Context: an optimization exercise on an open-source flow, tuned for small area, a short achievable clock period and few clock cycles per item. The choices shown serve that exercise and are no tape-out recipe.
Function was checked by simulation only, so behaviour that the tests miss may differ from the original.

==> zinc <==
// aes_engine
module aes_engine (
  input  wire         clk,
  input  wire         rst,         
  input  wire         key_valid,
  output wire         key_ready,
  input  wire [1:0]   key_len,     
  input  wire [255:0] key,
  input  wire         blk_valid,
  output wire         blk_ready,
  input  wire [127:0] blk_in,
  output reg          out_valid,
  output wire [127:0] out_data
);
  reg [255:0] ckey;        
  reg [1:0]   ckey_len;
  reg [31:0]  ckey_last;   
  reg         kready;
  wire key_go = key_valid && kready;
  always @(posedge clk) begin
    if (key_go) begin
      ckey      <= key;
      ckey_len  <= key_len;
      ckey_last <= (key_len == 2'd0) ? key[159:128] :
                   (key_len == 2'd1) ? key[95:64] : key[31:0];
    end
  end
  reg         busy;        
  reg [4:0]   cyc;         
  reg [1:0]   plen;        
  reg         afin;        
  reg         c0;          
  reg         bval;        
  reg         bfin;        
  reg         rdy;         
  reg         ld;          
  reg         fk1;         
  reg         fk2;         
  reg         wwe;         
  assign key_ready = kready;
  assign blk_ready = rdy;
  wire a_go = blk_valid && (!busy || afin);
  wire b_go = blk_valid && c0;
  wire [4:0] last1 = (plen == 2'd0) ? 5'd18 : (plen == 2'd1) ? 5'd22 : 5'd26;
  wire       busy_n = a_go || (busy && !afin);
  wire [4:0] cyc_n  = a_go ? 5'd0 : cyc + 5'd1;
  wire       afin_n = !a_go && busy && !afin && (cyc == last1);
  wire       rdy_n  = !busy_n || afin_n || a_go;
  always @(posedge clk) begin
    if (rst) begin
      kready    <= 1'b0;
      busy      <= 1'b0;
      afin      <= 1'b0;
      c0        <= 1'b0;
      bval      <= 1'b0;
      bfin      <= 1'b0;
      out_valid <= 1'b0;
      rdy       <= 1'b0;
      fk1       <= 1'b1;
      fk2       <= 1'b1;
      wwe       <= 1'b1;
    end else begin
      kready    <= 1'b1;
      busy      <= busy_n;
      cyc       <= cyc_n;
      afin      <= afin_n;
      c0        <= a_go;
      if (a_go)
        plen <= ckey_len;
  ...
==> flow/config.mk <==
export PLATFORM = sky130hd
export DESIGN_NAME = aes_engine
export DESIGN_NICKNAME = aes_engine
export VERILOG_FILES = /design/flow/design.v
export SDC_FILE = /design/flow/constraint.sdc
export NUM_CORES = 4
export LEC_CHECK = 0
export CAP_MARGIN = 30
export CORE_MARGIN = 2
export CORE_UTILIZATION = 45
export PLACE_DENSITY = 0.58
export SLEW_MARGIN = 30
==> flow/constraint.sdc <==
create_clock -name core_clock -period 10.0 [get_ports {clk}]
set_input_delay 2.0000 -clock core_clock [delete_from_list [all_inputs] [get_ports {clk}]]
set_output_delay 2.0000 -clock core_clock [all_outputs]
set_load 0.01 [all_outputs]
standard.sh (not shown) runs the stock make flow with config.mk's settings and CLKGATE_MAP_FILE= SYNTH_SCRIPT=/design/flow/synth_recipe.tcl, a recipe that flattens the netlist after the stock synthesis.
==> flow/flow/run.sh <==
#!/bin/bash
# Layout flow: the standard layout (standard.sh, ORFS synth to finish),
# with two changes:
#  - synthesis maps the logic with the ABC script in flow/area.abc (strash,
#    dch, amap: area-oriented) instead of ORFS's speed script. flow/my_synth.tcl
#    is synth_recipe.tcl with only the ABC script swapped, so the registers,
#    their names and cell types are those of the standard synthesis;
#  - the make settings in flow/extra_args (one per line) are added; they set
#    the repair_timing setup margin (SETUP_SLACK_MARGIN) so that the resizer
#    works towards a shorter period than the 10 ns clock. The clock, the SDC
#    and all constraints are the standard flow's, unchanged.
# The make output goes to flow_make.log; ORFS writes each step's log under orfs/logs.
set -uo pipefail
W=$(pwd)
export MY_ABC_SCRIPT=$W/flow/area.abc
EXTRA=""
if [[ -f $W/flow/extra_args ]]; then EXTRA=$(tr '\n' ' ' < $W/flow/extra_args); fi
sed -e "s|SYNTH_SCRIPT=[^ ]*|SYNTH_SCRIPT=$W/flow/my_synth.tcl $EXTRA|" standard.sh > $W/my_standard.sh
bash $W/my_standard.sh finish > $W/flow_make.log 2>&1
rc=$?
tail -5 $W/flow_make.log
exit $rc
==> flow/flow/area.abc <==
strash
dch
amap
topo
==> flow/flow/extra_args <==
SETUP_SLACK_MARGIN=5.5
==> flow/flow/my_synth.tcl <==
proc synth {args} { yosys synth -nofsm -noshare {*}$args }
proc abc {args} {
  if {[info exists ::env(MY_ABC_SCRIPT)]} {
    set i [lsearch -exact $args -script]
    if {$i >= 0} { lset args [expr {$i + 1}] $::env(MY_ABC_SCRIPT) }
  }
  yosys abc {*}$args
}
source $::env(SCRIPTS_DIR)/synth.tcl
# left out here: clear keep_hierarchy, flatten, clean up, hide names made inside functions, write 1_2_yosys.v
==> umber (differences from zinc) <==
--- a/flow/design.v
+++ b/flow/design.v
@@ -1,42 +1,38 @@
 module aes_sbox_a (
   input  wire [7:0] a,
-  output wire [3:0] q,        
-  output wire [4:0] t          
+  output wire [3:0] q         
 );
   wire U0=a[7],U1=a[6],U2=a[5],U3=a[4],U4=a[3],U5=a[2],U6=a[1],U7=a[0];
   wire T1=U0^U3, T2=U0^U5, T3=U0^U6, T4=U3^U5, T5=U4^U6, T6=T1^T5, T7=U1^U2;
   wire T8=U7^T6, T9=U7^T7, T10=T6^T7, T11=U1^U5, T12=U2^U5, T13=T3^T4;
   wire T14=T6^T11, T15=T5^T11, T16=T5^T12, T17=T9^T16, T18=U3^U7, T19=T7^T18;
   wire T20=T1^T19, T21=U6^U7, T22=T7^T21, T23=T2^T22, T24=T2^T10, T25=T20^T17;
   wire T26=T3^T16, T27=T1^T12;
   wire M1=T13&T6, M2=T23&T8, M3=T14^M1, M4=T19&U7, M5=M4^M1, M6=T3&T16;
   wire M7=T22&T9, M8=T26^M6, M9=T20&T17, M10=M9^M6, M11=T1&T15, M12=T4&T27;
   wire M13=M12^M11, M14=T2&T10, M15=M14^M11, M16=M3^M2, M17=M5^T24, M18=M8^M7;
   wire M19=M10^M15, M20=M16^M13, M21=M17^M15, M22=M18^M13, M23=M19^T25;
   wire M24=M22^M23, M25=M22&M20, M26=M21^M25, M27=M20^M21, M28=M23^M25;
   wire M29=M28&M27, M30=M26&M24, M31=M20&M23, M32=M27&M31, M33=M27^M25;
   wire M34=M21&M22, M35=M24&M34, M36=M24^M25, M37=M21^M29, M38=M32^M33;
   wire M39=M23^M30, M40=M35^M36;
   assign q = {M37, M38, M39, M40};
-  assign t = {T8, T10, T17, T20, T23};
 endmodule
 module aes_sbox_b (
   input  wire [7:0] a,
   input  wire [3:0] q,
-  input  wire [4:0] tp,        
   output wire [7:0] y
 );
   wire U0=a[7],U1=a[6],U2=a[5],U3=a[4],U4=a[3],U5=a[2],U6=a[1],U7=a[0];
   wire T1=U0^U3, T2=U0^U5, T3=U0^U6, T4=U3^U5, T5=U4^U6, T6=T1^T5, T7=U1^U2;
-  wire T9=U7^T7, T11=U1^U5, T12=U2^U5, T13=T3^T4;
-  wire T15=T5^T11, T16=T5^T12, T18=U3^U7, T19=T7^T18;
-  wire T21=U6^U7, T22=T7^T21, T27=T1^T12;
-  wire T8=tp[4], T10=tp[3], T17=tp[2], T20=tp[1], T23=tp[0];
+  wire T8=U7^T6, T9=U7^T7, T10=T6^T7, T11=U1^U5, T12=U2^U5, T13=T3^T4;
+  wire T15=T5^T11, T16=T5^T12, T17=T9^T16, T18=U3^U7, T19=T7^T18;
+  wire T20=T1^T19, T21=U6^U7, T22=T7^T21, T23=T2^T22, T27=T1^T12;
   wire M37=q[3], M38=q[2], M39=q[1], M40=q[0];
   wire M41=M38^M40, M42=M37^M39, M43=M37^M38, M44=M39^M40, M45=M42^M41;
   wire M46=M44&T6, M47=M40&T8, M48=M39&U7, M49=M43&T16, M50=M38&T9, M51=M37&T17;
   wire M52=M42&T15, M53=M45&T27, M54=M41&T10, M55=M44&T13, M56=M40&T23, M57=M39&T19;
   wire M58=M43&T3, M59=M38&T22, M60=M37&T20, M61=M42&T1, M62=M45&T4, M63=M41&T2;
   wire L0=M61^M62, L1=M50^M56, L2=M46^M48, L3=M47^M55, L4=M54^M58, L5=M49^M61;
   wire L6=M62^L5, L7=M46^L3, L8=M51^M59, L9=M52^M53, L10=M53^L4, L11=M60^L2;
   wire L12=M48^M51, L13=M50^L0, L14=M52^M61, L15=M55^L1, L16=M56^L0, L17=M57^L1;
@@ -51,53 +47,50 @@
   assign y[1]=~(L13^L27);
   assign y[0]=~(L6^L23);
 endmodule
 module aes_sbox (
   input  wire [7:0] a,
   output wire [7:0] y
 );
   wire [3:0] q;
-  wire [4:0] t;
-  aes_sbox_a u_a (.a(a), .q(q), .t(t));
-  aes_sbox_b u_b (.a(a), .q(q), .tp(t), .y(y));
+  aes_sbox_a u_a (.a(a), .q(q));
+  aes_sbox_b u_b (.a(a), .q(q), .y(y));
 endmodule
 module aes_kx_a (
   input  wire [31:0] sin,
-  output wire [15:0] q,
-  output wire [19:0] t
+  output wire [15:0] q
 );
-  aes_sbox_a u_s0 (.a(sin[31:24]), .q(q[15:12]), .t(t[19:15]));
-  aes_sbox_a u_s1 (.a(sin[23:16]), .q(q[11:8]), .t(t[14:10]));
-  aes_sbox_a u_s2 (.a(sin[15:8]),  .q(q[7:4]), .t(t[9:5]));
-  aes_sbox_a u_s3 (.a(sin[7:0]),   .q(q[3:0]), .t(t[4:0]));
+  aes_sbox_a u_s0 (.a(sin[31:24]), .q(q[15:12]));
+  aes_sbox_a u_s1 (.a(sin[23:16]), .q(q[11:8]));
+  aes_sbox_a u_s2 (.a(sin[15:8]),  .q(q[7:4]));
+  aes_sbox_a u_s3 (.a(sin[7:0]),   .q(q[3:0]));
 endmodule
 module aes_key_expand (
   input  wire [127:0] hi,       
   input  wire [127:0] b,        
   input  wire [31:0]  w7,       
   input  wire [31:0]  w67,      
   input  wire         mid,      
   input  wire         nos,      
   input  wire         rcu,      
   input  wire         nmid,     
   input  wire [7:0]   rcon,     
   input  wire [31:0]  sin,      
   input  wire [15:0]  q,        
-  input  wire [19:0]  tp,       
   output wire [255:0] nw,       
   output wire [31:0]  nsin,     
   output wire [7:0]   nrcon
 );
   wire [31:0] B0 = b[127:96], B1 = b[95:64], B2 = b[63:32], B3 = b[31:0];
   wire [31:0] sub;
-  aes_sbox_b u_s0 (.a(sin[31:24]), .q(q[15:12]), .tp(tp[19:15]), .y(sub[31:24]));
-  aes_sbox_b u_s1 (.a(sin[23:16]), .q(q[11:8]), .tp(tp[14:10]), .y(sub[23:16]));
-  aes_sbox_b u_s2 (.a(sin[15:8]),  .q(q[7:4]), .tp(tp[9:5]), .y(sub[15:8]));
-  aes_sbox_b u_s3 (.a(sin[7:0]),   .q(q[3:0]), .tp(tp[4:0]), .y(sub[7:0]));
+  aes_sbox_b u_s0 (.a(sin[31:24]), .q(q[15:12]), .y(sub[31:24]));
+  aes_sbox_b u_s1 (.a(sin[23:16]), .q(q[11:8]),  .y(sub[23:16]));
+  aes_sbox_b u_s2 (.a(sin[15:8]),  .q(q[7:4]),   .y(sub[15:8]));
+  aes_sbox_b u_s3 (.a(sin[7:0]),   .q(q[3:0]),   .y(sub[7:0]));
   wire [31:0] t = sub ^ {rcu ? rcon : 8'h00, 24'h000000};
   wire [31:0] P0 = B0, P1 = B0 ^ B1, P2 = B0 ^ B1 ^ B2, P3 = B0 ^ B1 ^ B2 ^ B3;
   wire [31:0] x7 = (mid || nos) ? w7 : 32'h0;
   wire [31:0] E0 = P0 ^ x7;
   wire [31:0] E1 = P1 ^ x7;
   wire [31:0] E2 = mid ? B2 : P2 ^ x7;
   wire [31:0] E3 = mid ? (B2 ^ B3) : P3 ^ x7;
   wire        t01 = !(mid || nos);
@@ -107,30 +100,28 @@
   wire [31:0] N2 = E2 ^ (t23 ? t : 32'h0);
   wire [31:0] N3 = E3 ^ (t23 ? t : 32'h0);
   assign nw = {hi, N0, N1, N2, N3};
   assign nsin = (E3 ^ (nmid ? w67 : 32'h0)) ^ (t23 ? t : 32'h0);
   assign nrcon = rcu ? ({rcon[6:0], 1'b0} ^ (rcon[7] ? 8'h1b : 8'h00)) : rcon;
 endmodule
 module aes_round_a (
   input  wire [127:0] st,
-  output wire [63:0]  q,       
-  output wire [79:0]  t        
+  output wire [63:0]  q        
 );
   genvar n;
   generate
     for (n = 0; n < 16; n = n + 1) begin : g_byte
-      aes_sbox_a u_sa (.a(st[127-8*n -: 8]), .q(q[63-4*n -: 4]), .t(t[79-5*n -: 5]));
+      aes_sbox_a u_sa (.a(st[127-8*n -: 8]), .q(q[63-4*n -: 4]));
     end
   endgenerate
 endmodule
 module aes_round (
   input  wire [127:0] st,      
   input  wire [63:0]  q,       
-  input  wire [79:0]  tp,      
   input  wire [127:0] rk,
   output wire [127:0] y,       
   output wire [127:0] yf       
 );
   function [7:0] xt;           
     input [7:0] a;
     xt = {a[6:0], 1'b0} ^ (a[7] ? 8'h1b : 8'h00);
   endfunction
@@ -147,17 +138,17 @@
     end
   endfunction
   wire [127:0] sb;
   wire [127:0] sr;
   wire [127:0] mc;
   genvar n;
   generate
     for (n = 0; n < 16; n = n + 1) begin : g_byte
-      aes_sbox_b u_sb (.a(st[127-8*n -: 8]), .q(q[63-4*n -: 4]), .tp(tp[79-5*n -: 5]), .y(sb[127-8*n -: 8]));
+      aes_sbox_b u_sb (.a(st[127-8*n -: 8]), .q(q[63-4*n -: 4]), .y(sb[127-8*n -: 8]));
       assign sr[127-8*n -: 8] = sb[127-8*((n%4) + 4*(((n/4) + (n%4)) % 4)) -: 8];
     end
     for (n = 0; n < 4; n = n + 1) begin : g_col
       assign mc[127-32*n -: 32] = mix(sr[127-32*n -: 32]);
     end
   endgenerate
   assign y  = mc;
   assign yf = sr ^ rk;
@@ -242,24 +233,22 @@
   end
   reg [255:0] win;         
   reg [1:0]   wlen;
   reg         wmid, wnos, wrot;    
   reg [7:0]   wrcon;
   reg [31:0]  wsin;        
   reg [31:0]  ksin;        
   reg [15:0]  kq;
-  reg [19:0]  kt;
   reg [1:0]   wph;
   wire [31:0] sin0 = fk1 ? ckey_last : wsin;
   wire        rot1 = fk1 || wrot;
   wire [31:0] sin1 = rot1 ? {sin0[23:0], sin0[31:24]} : sin0;
   wire [15:0] q1;
-  wire [19:0] t1;
-  aes_kx_a u_kxa (.sin(sin1), .q(q1), .t(t1));
+  aes_kx_a u_kxa (.sin(sin1), .q(q1));
   wire [127:0] rk_run = (wlen == 2'd0) ? win[127:0] : (wlen == 2'd1) ? win[191:64] : win[255:128];
   wire [127:0] rk_key = ckey[255:128];     
   wire         cnk6   = (ckey_len == 2'd1);
   wire [127:0] ckey_hi = {ckey[127:64], cnk6 ? ckey[127:64] : ckey[63:0]};
   wire [1:0] len2 = fk2 ? ckey_len : wlen;
   wire [1:0] ph2  = fk2 ? 2'd0 : wph;
   wire       nk6  = (len2 == 2'd1);
   wire [1:0] nph  = nk6 ? ((ph2 == 2'd2) ? 2'd0 : ph2 + 2'd1) : {1'b0, ~ph2[0]};
@@ -276,54 +265,48 @@
     .w67   (fk2 ? (ckey[127:96] ^ ckey[95:64]) : (win[63:32] ^ win[31:0])),
     .mid   (mid2),
     .nos   (nos2),
     .rcu   (rot2 && !nos2),
     .nmid  (nk6 && nph == 2'd1),
     .rcon  (fk2 ? 8'h01 : wrcon),
     .sin   (ksin),
     .q     (kq),
-    .tp    (kt),
     .nw    (nw),
     .nsin  (nsin),
     .nrcon (nrcon)
   );
   always @(posedge clk) begin
     ksin <= sin1;
     kq   <= q1;
-    kt   <= t1;
     if (wwe) begin
       win   <= nw;
       wlen  <= len2;
       wph   <= nph;
       wmid  <= nk6 && (nph == 2'd1);
       wnos  <= nk6 && (nph == 2'd2);
       wrot  <= !(len2 == 2'd2 && nph[0]);
       wrcon <= nrcon;
       wsin  <= nsin;
     end
   end
   reg [127:0] s1;          
   reg [127:0] s2;          
   reg [63:0]  s2q;         
-  reg [79:0]  s2t;         
   reg [127:0] res;
   wire [63:0] qa;
-  wire [79:0] ta;
-  aes_round_a u_ra (.st(s1), .q(qa), .t(ta));
+  aes_round_a u_ra (.st(s1), .q(qa));
   wire [127:0] round_out, final_out;
   aes_round u_rb (
     .st (s2),
     .q  (s2q),
-    .tp (s2t),
     .rk (rk_run),
     .y  (round_out),
     .yf (final_out)
   );
   always @(posedge clk) begin
     s2  <= s1;
     s2q <= qa;
-    s2t <= ta;
     s1  <= (ld ? blk_in : round_out) ^ (ld ? rk_key : rk_run);
     res <= final_out;
   end
   assign out_data = res;
 endmodule
==> flow/flow/extra_args (replaced) <==
SETUP_SLACK_MARGIN=6
CAP_MARGIN = 20   (was 30)
CORE_UTILIZATION = 42   (was 45)
PLACE_DENSITY = 0.55   (was 0.58)
SLEW_MARGIN = 20   (was 30)
==> flow_summary.ini <==
[run_status]
outcome = finished clean

[cells_and_area]
nonClkBufAreaFrac_pct = 12.7
inverters = 1387
layout_common_cells = nor2_1, o22ai_1, clkinv_1

[synthesis]
synth_compound_area_share_pct = 36.3

[clock_network]
ctsResizeCount = 1911

[critical_path]
crit_chain = buf_12 > clkinv_16 > buf_12 > buf_12 > o21ai_2 > clkinv_1 > o22ai_2 > o21ai_0 > nor2_1 > a21oi_1 > nor2_1 > a21oi_1 > o22ai_1 > nor2_1 > a21oi_2 > nand2_1 > o21ai_2 > o21ai_1
-- figures above: umber

==> flow_summary.ini <==
[critical_path]
crit_chain = buf_12 > nor2_4 > buf_6 > buf_8 > a221oi_2 > o22ai_1 > o21ai_1 > nor2_1 > a21oi_1 > a21oi_1 > o22ai_1 > nor2_1 > a21oi_2 > nand2_1 > o21ai_2 > o21ai_1

[synthesis]
synth_compound_area_share_pct = 34.4

[worst_hold_path]
holdPathStages = 0

[cells_and_area]
inverters = 1247
layout_common_cells = nor2_1, o22ai_1, clkinv_1

[clock_network]
ctsResizeCount = 342

[run_status]
outcome = finished clean
-- figures above: zinc

Testbench counts of zinc, summed over its fixed seeds: cycles 32,745, blocks 2,557.
Testbench counts of umber, summed over its fixed seeds: cycles 32,745, blocks 2,557.

==> what the ideal ports hide <==
The results above use ideal ports. As a check the final layouts listed here were re-extracted and re-timed, cells and wires unchanged.
Step 1, drivers: a clkbuf_16 drives clk and a buf_2 each remaining input, both assumed.
Step 2 moves the port delays by t, midway between the first and last clock arrival at a register: inputs arrive t later, outputs are due t later. That takes back most of the time a late clock gives input paths.
Slacks: no drivers / after step 1 / after step 2; pairs: no drivers / after step 1.
| run | shift t [ns] | setup slack, ns | worst hold slack (ns) | worst slew at a driven data input, ns |
|---|---|---|---|---|
| zinc | 0.888 | 5.484 / 5.484 / 5.418 | 0.377 / 0.377 / 0.377 | 0.09 |
| umber | 0.877 | 5.857 / 5.857 / 5.484 | 0.377 / 0.377 / 0.377 | 0.15 |
After both steps every run listed still meets setup and hold. For umber, which loses most, drivers alone change the setup slack by 0.000 ns; drivers and shift together by -0.373 ns.
